Context: an optimization exercise on an open-source flow, tuned for small area, a short achievable clock period and few clock cycles per item. The choices shown serve that exercise and are no tape-out recipe.
No run shown here included a check of the RTL's function; only the layout flow was run.
Power figures rest on the tool's default switching activity, not on a simulated workload.

==> design.v <==
module fpdivsqrt (
    input  wire        clk,
    input  wire        rst,      
    input  wire        start,    
    input  wire        op,       
    input  wire [31:0] a,
    input  wire [31:0] b,
    output wire        ready,
    output reg         done,
    output reg  [31:0] result,
    output reg  [4:0]  flags
);
    localparam integer K  = 2;                   
    localparam integer NC = (26 + K - 1) / K;    
    localparam integer NS = NC * K;              
    localparam integer FR = NS - 1;              
    localparam integer W  = FR + 3;              
    localparam integer T  = NS - 1;              
    localparam [31:0] QNAN = 32'h7FC0_0000;
    wire        sa = a[31];
    wire        sb = b[31];
    wire [7:0]  ea = a[30:23];
    wire [7:0]  eb = b[30:23];
    wire [22:0] fa = a[22:0];
    wire [22:0] fb = b[22:0];
    wire a_zero = (ea == 8'd0);
    wire b_zero = (eb == 8'd0);
    wire a_max  = (ea == 8'hFF);
    wire b_max  = (eb == 8'hFF);
    wire a_fz   = (fa == 23'd0);
    wire b_fz   = (fb == 23'd0);
    wire a_inf  = a_max & a_fz;
    wire b_inf  = b_max & b_fz;
    wire a_nan  = a_max & ~a_fz;
    wire b_nan  = b_max & ~b_fz;
    wire a_snan = a_nan & ~fa[22];
    wire b_snan = b_nan & ~fb[22];
    reg  sp, sp_nan, sp_inf, sp_nv, sp_dz, sp_sign;
    always @(*) begin
        sp = 1'b1; sp_nan = 1'b0; sp_inf = 1'b0; sp_nv = 1'b0; sp_dz = 1'b0;
        sp_sign = op ? sa : (sa ^ sb);
        if (!op) begin
            if (a_nan | b_nan) begin
                sp_nan = 1'b1; sp_nv = a_snan | b_snan;
            end else if (a_inf & b_inf) begin
                sp_nan = 1'b1; sp_nv = 1'b1;
            end else if (a_inf) begin
                sp_inf = 1'b1;
            end else if (b_inf) begin
            end else if (b_zero & a_zero) begin
                sp_nan = 1'b1; sp_nv = 1'b1;
            end else if (b_zero) begin
                sp_inf = 1'b1; sp_dz = 1'b1;
            end else if (a_zero) begin
            end else begin
                sp = 1'b0;
            end
        end else begin
            if (a_nan) begin
                sp_nan = 1'b1; sp_nv = a_snan;
            end else if (a_zero) begin
            end else if (sa) begin
                sp_nan = 1'b1; sp_nv = 1'b1;
            end else if (a_inf) begin
                sp_inf = 1'b1;
            end else begin
                sp = 1'b0;
            end
        end
    end
    wire [23:0] ma = {1'b1, fa};
    wire [23:0] mb = {1'b1, fb};
    wire [9:0]  div_exp = {2'b00, ea} + {2'b11, ~eb} + 10'd127;   
    wire [8:0]  sq_sum  = {1'b0, ea} + 9'd125;
    wire [9:0]  sq_exp  = {2'b00, sq_sum[8:1]};                   
    wire [24:0] sq_m1  = ea[0] ? {2'b00, fa} : {fa[22], ~fa[22], fa[21:0], 1'b0};
    wire [W-1:0] w_init = op ? ({{(W-25){1'b0}}, sq_m1} << (FR - 22))
                             : ({{(W-24){1'b0}}, ma} << (FR - 23));
    reg          busy;       
    reg          fin;        
    reg [NC-1:0] m;          
    reg          op_q;
    reg          sign_q;
    reg [9:0]    exp_q;      
    reg [W-1:0]  w;          
    reg [W-1:0]  p;          
    reg [NS-1:0] s;          
    reg          spq, spq_nan, spq_inf, spq_nv, spq_dz;
    assign ready = ~busy;
    wire   last  = m[NC-1] | (op_q & m[NC-2]);    
    reg [NS-1:0] mk1, mk2;
    integer i;
    always @(*) begin
        mk1 = {NS{1'b0}};
        mk2 = {NS{1'b0}};
        for (i = 0; i < NC; i = i + 1) begin
            if (op_q) begin
                if (i < NC - 1) begin
                    mk1[NS-2-2*i] = m[i];
                    mk2[NS-3-2*i] = m[i];
                end
            end else begin
                mk1[NS-1-2*i] = m[i];
                mk2[NS-2-2*i] = m[i];
            end
        end
    end
    wire [W-1:0] b1  = op_q ? {2'b00, mk1} : {W{1'b0}};
    wire [W-1:0] b2  = op_q ? {2'b00, mk2} : {W{1'b0}};
    wire [W-1:0] f1  = p | b1;
    wire [W-1:0] f2b = p | b2;
    wire [W-1:0] f2a = p | (b1 << 1) | b2;
    wire [W+2:0] a2  = {2'b00, p, 1'b0} | {2'b00, b1, 1'b0};
    wire [W+2:0] cx = {2'b00, w, 1'b1};
    wire [W+2:0] cy = ~a2;
    wire [W+2:0] cz = ~{3'b000, f2a};
    wire [W+2:0] cs = cx ^ cy ^ cz;
    wire [W+2:0] cc = (cx & cy) | (cx & cz) | (cy & cz);
    wire [W:0]   t1;
    wire [W+1:0] t2b;
    wire [W+2:0] t2a;
    pfx_add #(W+1) u_t1  (.a({1'b0, w}), .b(~{1'b0, f1}), .ci(1'b1), .s(t1));
    pfx_add #(W+2) u_t2b (.a({1'b0, w, 1'b0}), .b(~{2'b00, f2b}), .ci(1'b1), .s(t2b));
    pfx_add #(W+3) u_t2a (.a(cs), .b({cc[W+1:0], 1'b1}), .ci(1'b0), .s(t2a));
    wire d1 = ~t1[W];
    wire d2 = d1 ? ~t2a[W+2] : ~t2b[W+1];
    reg [W-1:0] wn;
    always @(*) begin
        case ({d1, d2})
            2'b11: wn = {t2a[W-2:0], 1'b0};
            2'b10: wn = {t1[W-3:0], 2'b00};
            2'b01: wn = {t2b[W-2:0], 1'b0};
            default: wn = {w[W-3:0], 2'b00};
        endcase
    end
    wire [NS-1:0] sn = s | (d1 ? mk1 : {NS{1'b0}}) | (d2 ? mk2 : {NS{1'b0}});
    wire        hi      = s[T];
    wire [22:0] frac    = hi ? s[T-1:T-23] : s[T-2:T-24];
    wire        rbit    = hi ? s[T-24] : s[T-25];
    wire        sticky  = (hi & s[T-25]) | (w != {W{1'b0}});
    wire        rinc    = rbit & (sticky | frac[0]);
    wire        inexact = rbit | sticky;
    wire [30:0] xin = {exp_q[7:0], frac};
    reg  [30:0] pa, pn;      
    integer d, n;
    always @(*) begin
        pa = {xin[29:0], 1'b1};
        for (d = 1; d < 31; d = d * 2) begin
            pn = pa;
            for (n = d; n < 31; n = n + 1)
                pn[n] = pa[n] & pa[n-d];
            pa = pn;
        end
    end
    wire [30:0] inc = xin ^ (pa & {31{rinc}});
    wire uf      = exp_q[9] | (exp_q == 10'd0);
    wire of_big  = ~exp_q[9] & (exp_q[8] | (exp_q[7:0] == 8'hFF));
    wire of_rnd  = (exp_q == 10'd254) & rinc & (&frac);
    reg [31:0] rnd_res;
    reg [4:0]  rnd_flg;
    always @(*) begin
        if (spq) begin
            rnd_res = spq_nan ? QNAN : {sign_q, spq_inf ? 8'hFF : 8'h00, 23'd0};
            rnd_flg = {3'b000, spq_dz, spq_nv};
        end else if (uf) begin
            rnd_res = {sign_q, 31'd0};
            rnd_flg = 5'b11000;
        end else if (of_big) begin
            rnd_res = {sign_q, 8'hFF, 23'd0};
            rnd_flg = 5'b10100;
        end else begin
            rnd_res = {sign_q, inc};
            rnd_flg = {inexact, 1'b0, of_rnd, 2'b00};
        end
    end
    always @(posedge clk) begin
        if (rst) begin
            busy <= 1'b0;
            fin  <= 1'b0;
            done <= 1'b0;
        end else begin
            done <= fin;
            if (!busy) begin
                busy <= start & ~sp;
                fin  <= start & sp;
            end else begin
                busy <= ~last;
                fin  <= last;
            end
        end
        result <= rnd_res;
        flags  <= rnd_flg;
        if (!busy) begin
            m       <= {{(NC-1){1'b0}}, 1'b1};
            op_q    <= op;
            sign_q  <= sp ? sp_sign : (op ? 1'b0 : (sa ^ sb));
            exp_q   <= op ? sq_exp : div_exp;
            w       <= w_init;
            p       <= op ? ({{(W-1){1'b0}}, 1'b1} << (NS))
                          : ({{(W-24){1'b0}}, mb} << (FR - 23));
            s       <= op ? ({{(NS-1){1'b0}}, 1'b1} << (NS - 1)) : {NS{1'b0}};
            spq     <= sp;
            spq_nan <= sp_nan;
            spq_inf <= sp_inf;
            spq_nv  <= sp_nv;
            spq_dz  <= sp_dz;
        end else begin
            m <= m << 1;
            w <= wn;
            s <= sn;
            if (m[1]) exp_q <= exp_q + {9'd0, s[T]};
            if (op_q) p <= {1'b0, sn, 1'b0};
        end
    end
endmodule
module pfx_add #(
    parameter integer N = 8
) (
    input  wire [N-1:0] a,
    input  wire [N-1:0] b,
    input  wire         ci,
    output wire [N-1:0] s
);
    reg [N-1:0] g, p, gn, pn;
    integer d, i;
    always @(*) begin
        g = a & b;
        p = a ^ b;
        for (d = 1; d < N; d = d * 2) begin
            gn = g;
            pn = p;
            for (i = d; i < N; i = i + 1) begin
                gn[i] = g[i] | (p[i] & g[i-d]);
                pn[i] = p[i] & p[i-d];
            end
            g = gn;
            p = pn;
        end
    end
    wire [N-1:0] c = {g[N-2:0] | (p[N-2:0] & {(N-1){ci}}), ci};
    assign s = a ^ b ^ c;
endmodule
==> run.sh <==
#!/bin/bash
# synth_recipe.tcl (not shown) runs the flow's synth.tcl, then flattens the netlist and writes it again
# the make line also repeats each setting of config.mk as NAME=value (left out here)
make -C /OpenROAD-flow-scripts/flow DESIGN_CONFIG=/design/flow/config.mk WORK_HOME=/design/flow/orfs CLKGATE_MAP_FILE= SYNTH_SCRIPT=/design/flow/synth_recipe.tcl finish
==> config.mk <==
export PLATFORM = sky130hd
export DESIGN_NAME = fpdivsqrt
export DESIGN_NICKNAME = fpdivsqrt
export VERILOG_FILES = /design/flow/design.v
export SDC_FILE = /design/flow/constraint.sdc
export NUM_CORES = 4
export LEC_CHECK = 0
export ABC_CLOCK_PERIOD_IN_PS = 2500
export CAP_MARGIN = 20
export CORE_MARGIN = 2
export CORE_UTILIZATION = 40
export SLEW_MARGIN = 20
==> constraint.sdc <==
create_clock -name core_clock -period 5.0 [get_ports {clk}]
set_input_delay 1.0000 -clock core_clock [delete_from_list [all_inputs] [get_ports {clk}]]
set_output_delay 1.0000 -clock core_clock [all_outputs]
set_load 0.01 [all_outputs]
==> flow_metrics.tcl, run 1 <==
set metrics [dict create \
    cts_tree "yes" \
    die_x_um 186 \
    r2r_slack_ns 0.53 \
    die_h_um 186 \
    drt_wl_total_mm 44.1 \
    worstPathRequired_ns 5.38 \
    area_growth_pct 16.1 \
    synth.cell_area_sq_mm 0.0132 \
    path_max_fanout 19 \
    async_flop_share_pct 0 \
    setup_viol 0 \
    rows 66 \
    tightest_slew_ns 0.907 \
    final-hold-violation-count 0 \
    p_leak_nw 6.38 \
    htreeDepth 4 \
    first_pass_iters 6 \
    cts_buffers 17 \
    ys_seq_area_share_pct 25.8 \
    finClkSkew_ns 0.0116 \
    clock-sinks 149 \
    max-cap-violations 0 \
    rsz0062_at_grt "false" \
    nets 1935 \
    grt_pass1_vias 11700 \
    vdd_drop_max_v 0.000285 \
    status "complete, no violations" \
    cts_setup_buffers 0 \
    finalCritPeriodShare_pct 89.5 \
    synthCells 1677 \
    antennaDiodeCount 0 \
    avgSynthCellArea_sq_um 7.90 \
    clock-root-buffer "clkbuf_16" \
    die_area_sq_mm 0.0346 \
    layout_commonest_cell "inv_1" \
    start_kind "flop" \
    synth_edf_count 43 \
    synth_seq_cells 149 \
    layout_common_cells "162 x inv_1, 159 x nand2_1, 141 x a21oi_1" \
    cts_resized 0 \
    pin_count 107 \
    io_buffer_count 106 \
    ys_types 83 \
    hpwl_mm 35.2 \
    fmax_ghz 0.224 \
    antenna_found_initial 0 \
    hold_path_class "reg -> reg" \
    slew_headroom_pct 39.0 \
    first_iter_violations 1252 \
    wire_per_inst_um 20.1 \
    synth_top_flop_cell "dfxtp_1" \
    clk_latency_ns 0.44 \
    drt.antenna.violating_nets 0 \
    track_usage_pct 25.9 \
    grt_max_degree 61 \
    start_util_pct 40.7 \
    drv_slew 0 \
    end_kind "flop" \
    tns_ns 0 \
    drive_gt1_share_pct 5.37 \
    grt-ovfl-total 0 \
    hold-worst-slack_ns 0.436 \
    gp_congestion 0.968 \
    vias 12600 \
    via_per_inst 5.74 \
    ys.warnings.count 4 \
    cts.clk_slew.worst_paths_ns 0.07 \
    core_area_sq_mm 0.0325 \
    cts_hold_buf 0 \
    powerDensity_mw_per_mm2 587 \
    cts_buffer_depth 2 \
    crit_type "reg -> reg" \
    drc 0 \
    grt_pass1_wl_mm 68.4 \
    cp_data_arrival_time_ns 4.86 \
    period_minus_slack_ns 4.47 \
]
-- critical path, stage by stage, from the launching register on --
cell and delay [ns]:
edfxtp_1 0.39, buf_4 0.18, a21oi_1 0.28, nor2b_1 0.25, fa_1 0.46, ha_1 0.25, o31ai_1 0.59, a21o_1 0.24
a41oi_1 0.18, a31oi_2 0.31, buf_12 0.19, clkinv_1 0.30, o311ai_0 0.57, a31o_2 0.23
-- registers in the layout, summed over array words and instances (netlist names), 5 cells and up --
name and cells:
result 32, w 27, p 26, s 26
m 13, exp_q 10, flags 5
-- layout make-up --
| type | instances | area, sq um |
|---|---|---|
| Timing Repair Buffer | 131 | 1280 |
| Clock buffer | 17 | 425 |
| Clock inverter | 15 | 216 |
| Tap cell | 442 | 553 |
| Sequential cell | 149 | 3420 |
| Fill cell | 3229 | 17200 |
| Multi-Input combinational cell | 1273 | 8870 |
| Inverter | 164 | 616 |
-- per-layer routing --
| layer | part of all wire, % | vias to the layer above | routed length [um] | global-route usage (%) |
|---|---|---|---|---|
| met5 | 0 | - | 0 | 0 |
| met1 | 48 | 5928 | 21000 | 37.8 |
| li1 | - | 6118 | - | - |
| met3 | 6.4 | 49 | 2840 | 3.33 |
| met4 | 3.1 | 0 | 1360 | 8.98 |
| met2 | 43 | 472 | 18900 | 39.0 |
-- where the power goes --
part	switching, mW	leakage, nW	internal, mW
Clock	0.572	0.313	0.850
Sequential	0.282	1.35	1.43
Combinational	3.60	4.72	2.29
-- worst paths after layout --
kind	startpoint	endpoint	cells after the start
worst min-delay path	fin	done	1
worst min register to register	fin	done	1
worst max register to register	op_q	w[7]	13
worst max-delay path	op_q	w[7]	13
-- Yosys cell counts (38+ instances only) --
cell type	n	area (sq um)
inv_1	162	608
nand2_1	159	597
a21oi_1	142	711
nor2_1	109	409
dfxtp_1	106	2120
ha_1	104	1300
o21ai_0	90	450
clkbuf_1	77	289
xnor2_1	71	622
edfxtp_1	43	1290
xor2_1	39	342
nor3_1	38	190
-- cells by family (layout without fill, tap and decap cells) --
logic type	Yosys count	in the layout	share of synthesized area, %
buffers and inverters	256	327	7.38
AOI/OAI and AO/OA	485	485	24.0
other	2	3	0.0567
DFF	149	149	25.8
and+or+nand+nor	504	504	18.6
xor gates and xnor gates	110	110	7.27
muxes	40	40	3.06
adders and majority gates	131	131	13.9
-- stage by stage --
stage	instance area [sq um]	worst slack [ns]	power, mW	util (%)	cells
global placement	14700	0.710	7.49	45.2	2158
floorplan	13300	0.450	5.64	-	1678
CTS	15400	0.587	8.91	47.3	2191
finish	15400	0.527	9.02	47.3	2191
detailed placement	14700	0.620	7.46	45.3	2159
global route	15400	0.0950	9.68	47.3	2191
==> run 2, diff against run 1 <==
--- a/config.mk
+++ b/config.mk
@@ -9,4 +9,5 @@
 export CAP_MARGIN = 20
 export CORE_MARGIN = 2
 export CORE_UTILIZATION = 40
+export SETUP_SLACK_MARGIN = 2.0
 export SLEW_MARGIN = 20
==> flow_metrics.tcl, run 2 <==
set metrics [dict create \
    hold_path_class "reg -> reg" \
    crit_slowest_cell "fa_1" \
    yosysMostFrequentCell "inv_1" \
    wire_per_inst_um 20.8 \
    ys_types 83 \
    cp_num_cells 15 \
    slew_headroom_pct 38.0 \
    avgSynthCellArea_sq_um 7.90 \
    worstPathRequired_ns 5.20 \
    p_leak_nw 6.69 \
    worstPathCellList "buf_6 -> and2_2 -> nor2b_2 -> fa_1 -> ha_1 -> o21a_1 -> o31ai_4 -> a21o_1 -> a41oi_4 -> a31oi_4 -> buf_4 -> and2_4 -> nor3_1 -> o31a_1 -> a21o_1" \
    utilization_pct 50.8 \
    cts_tree "yes" \
    start_kind "flop" \
    first_iter_violations 1251 \
    synth_top_flop_cell "dfxtp_1" \
    crit_top_cell "a21o_1" \
    path_max_fanout 13 \
    final_cells 2238 \
    largest_reg_flops 32 \
    drt_wl_total_mm 46.6 \
    layout_setup_ws_ns 1.04 \
    end_kind "flop" \
    grt_pass1_vias 12300 \
    slowest_delay_ns 0.46 \
    r2r_slack_ns 1.04 \
    setup_viol 0 \
    cts_buffers 17 \
    synth_edf_count 43 \
    rows 66 \
    grt_pass1_wl_mm 71.5 \
    clk_latency_ns 0.44 \
    tightest_slew_ns 0.921 \
    top_register "result" \
    synth.cell_area_sq_mm 0.0132 \
    area_growth_pct 24.7 \
    cp_data_arrival_time_ns 4.16 \
    track_usage_pct 27.3 \
    tns_ns 0 \
    status "complete, no violations" \
    die_x_um 186 \
    clock-sinks 149 \
    synthCells 1677 \
    die_area_sq_mm 0.0346 \
    crit_end "p[6]" \
    pin_count 107 \
    synth_area_leader_cell "dfxtp_1" \
    vias 12900 \
    synthTopCellsByCount "162 x inv_1, 159 x nand2_1, 142 x a21oi_1" \
    async_flop_share_pct 0 \
    crit_buf_inv 2 \
    grt-ovfl-total 0 \
    period_minus_slack_ns 3.96 \
    io_buffer_count 106 \
    core_area_sq_mm 0.0325 \
    final-hold-violation-count 0 \
    crit_family "compound AO/OA/AOI/OAI gates" \
    drc 0 \
    placedCellCount 2154 \
    finalCritPeriodShare_pct 79.1 \
    layout_commonest_cell "inv_1" \
    cts_buffer_depth 2 \
    antenna_found_initial 0 \
    gp_congestion 0.931 \
    worstSetupStartpoint "op_q" \
    drv_slew 0 \
    via_per_inst 5.77 \
    pre_cts_ws_ns 0.451 \
    finClkSkew_ns 0.0144 \
    die_h_um 186 \
    drive_gt1_share_pct 14.9 \
    cts.clk_slew.worst_paths_ns 0.07 \
    powerDensity_mw_per_mm2 620 \
    rsz0062_at_grt "true" \
    p_total_mw 10.2 \
    first_pass_iters 5 \
    synth_seq_cells 149 \
    fillers 3148 \
    ys_seq_area_share_pct 25.8 \
    r2r-start "op_q" \
    crit_type "reg -> reg" \
    max-cap-violations 0 \
    antennaDiodeCount 0 \
    htreeDepth 4 \
    nets 1982 \
    vdd_drop_max_v 0.000343 \
    synth_area_leaders "dfxtp_1 16%, ha_1 9.8%, edfxtp_1 9.7%, a21oi_1 5.4%, xnor2_1 4.7%" \
    fmax_ghz 0.253 \
    r2r_end "p[6]" \
    grt_max_degree 69 \
    hpwl_mm 35.6 \
    reg2regPathDepth 15 \
    yosysTopAreaCellShare_pct 16.0 \
    ys.warnings.count 4 \
    clock-root-buffer "clkbuf_16" \
    layout_common_cells "151 x inv_1, 144 x nand2_1, 121 x a21oi_1" \
    start_util_pct 40.7 \
    reg_top3 "result (32), w (27)" \
    drt.antenna.violating_nets 0 \
]
## run 2: timing repair
action | in CTS | in global routing
hold buffers | 0 | 0
gates resized for setup | 137 | 56
pin swaps | 29 | 24
setup endpoints to repair | 98 | 94
gates cloned | 5 | 0
buffers inserted | 37 | 10
## run 2: worst min-delay path by stage
stage	start	to	slack, ns	depth (start not counted)
finish	fin	done	0.45	1
CTS	fin	done	0.45	1
global route	fin	done	0.47	1
detailed placement	fin	done	0.43	1
global placement	fin	done	0.43	1
floorplan	fin	done	0.41	1
## run 2: layer usage
layer  routed length, um  GRT usage [%]  vias up
li1                    -              -     6197
met5                   0              0        -
met3                3270           3.80       71
met1               20900           37.9     6125
met4                1660           9.86        0
met2               20800           43.0      512
## run 2: cell families (layout without fill, tap and decap cells)
family	after synthesis	count (layout)	share of synthesized area, %
XOR/XNOR	110	110	7.27
other	2	3	0.0567
AND/OR/NAND/NOR	504	506	18.6
adder cells (fa/ha/maj)	131	131	13.9
AO/OA/AOI/OAI	485	486	24.0
multiplexers	40	40	3.06
flip-flops	149	149	25.8
buffers and inverters	256	371	7.38
## run 2: where the power goes
part | switching [mW] | internal, mW
clock network | 0.557 | 0.740
registers | 0.290 | 1.43
logic | 4.19 | 3.03
total | 5.04 | 5.20
## run 2: worst reg2reg max path, delay by kind of cell, from the launching register on
| family | cells | cell delay, ns |
|---|---|---|
| AOI/OAI and AO/OA | 7 | 1.44 |
| adders and majority gates | 2 | 0.82 |
| buffers and inverters | 2 | 0.37 |
| DFF | 1 | 0.40 |
| and+or+nand+nor | 4 | 0.70 |
## run 2: cell type report
| class | count | area (sq um) | area share (%) |
|---|---|---|---|
| multi-input combinational | 1276 | 9650 | 58.4 |
| clock inverter | 14 | 148 | 0.894 |
| tap | 442 | 553 | 3.35 |
| clock buffer | 18 | 429 | 2.60 |
| inverter | 164 | 631 | 3.82 |
| timing repair buffer | 175 | 1670 | 10.1 |
| sequential | 149 | 3430 | 20.8 |
## run 2: stage by stage
step                      area (sq um)  hold slack [ns]
after floorplan                  13500            0.414
after global placement           14800            0.433
after detailed placement         14800            0.433
after CTS                        16200            0.450
after global routing             16500            0.469
final                            16500            0.453

[re-timing with driven ports]
No port has a modelled driver above. Below, the same layouts with a new extraction and two added sets of constraints. Step 1 sets driving cells, clkbuf_16 on the clock port and buf_2 on the other inputs (assumed; they add their load-dependent delay and slew). Step 2, shift: input delay + t, output delay - t, t = (earliest + latest rising clock arrival at the registers) / 2. This alone moves slack from input paths to output paths. Three values: ideal ports, drivers, drivers and shift; two values: the first two.
| run | shift t [ns] | setup slack, ns | hold slack, ns | latest minus earliest clock arrival (ns) | slew at the worst register clock pin (ns) |
|---|---|---|---|---|---|
| run 1 | 0.479 | 0.527 / 0.527 / 0.527 | 0.436 / 0.436 / 0.436 | 0.013 / 0.013 | 0.07 / 0.07 |
| run 2 | 0.482 | 1.043 / 1.043 / 1.043 | 0.453 / 0.453 / 0.453 | 0.015 / 0.015 | 0.07 / 0.07 |
After both steps every run listed still meets setup and hold.
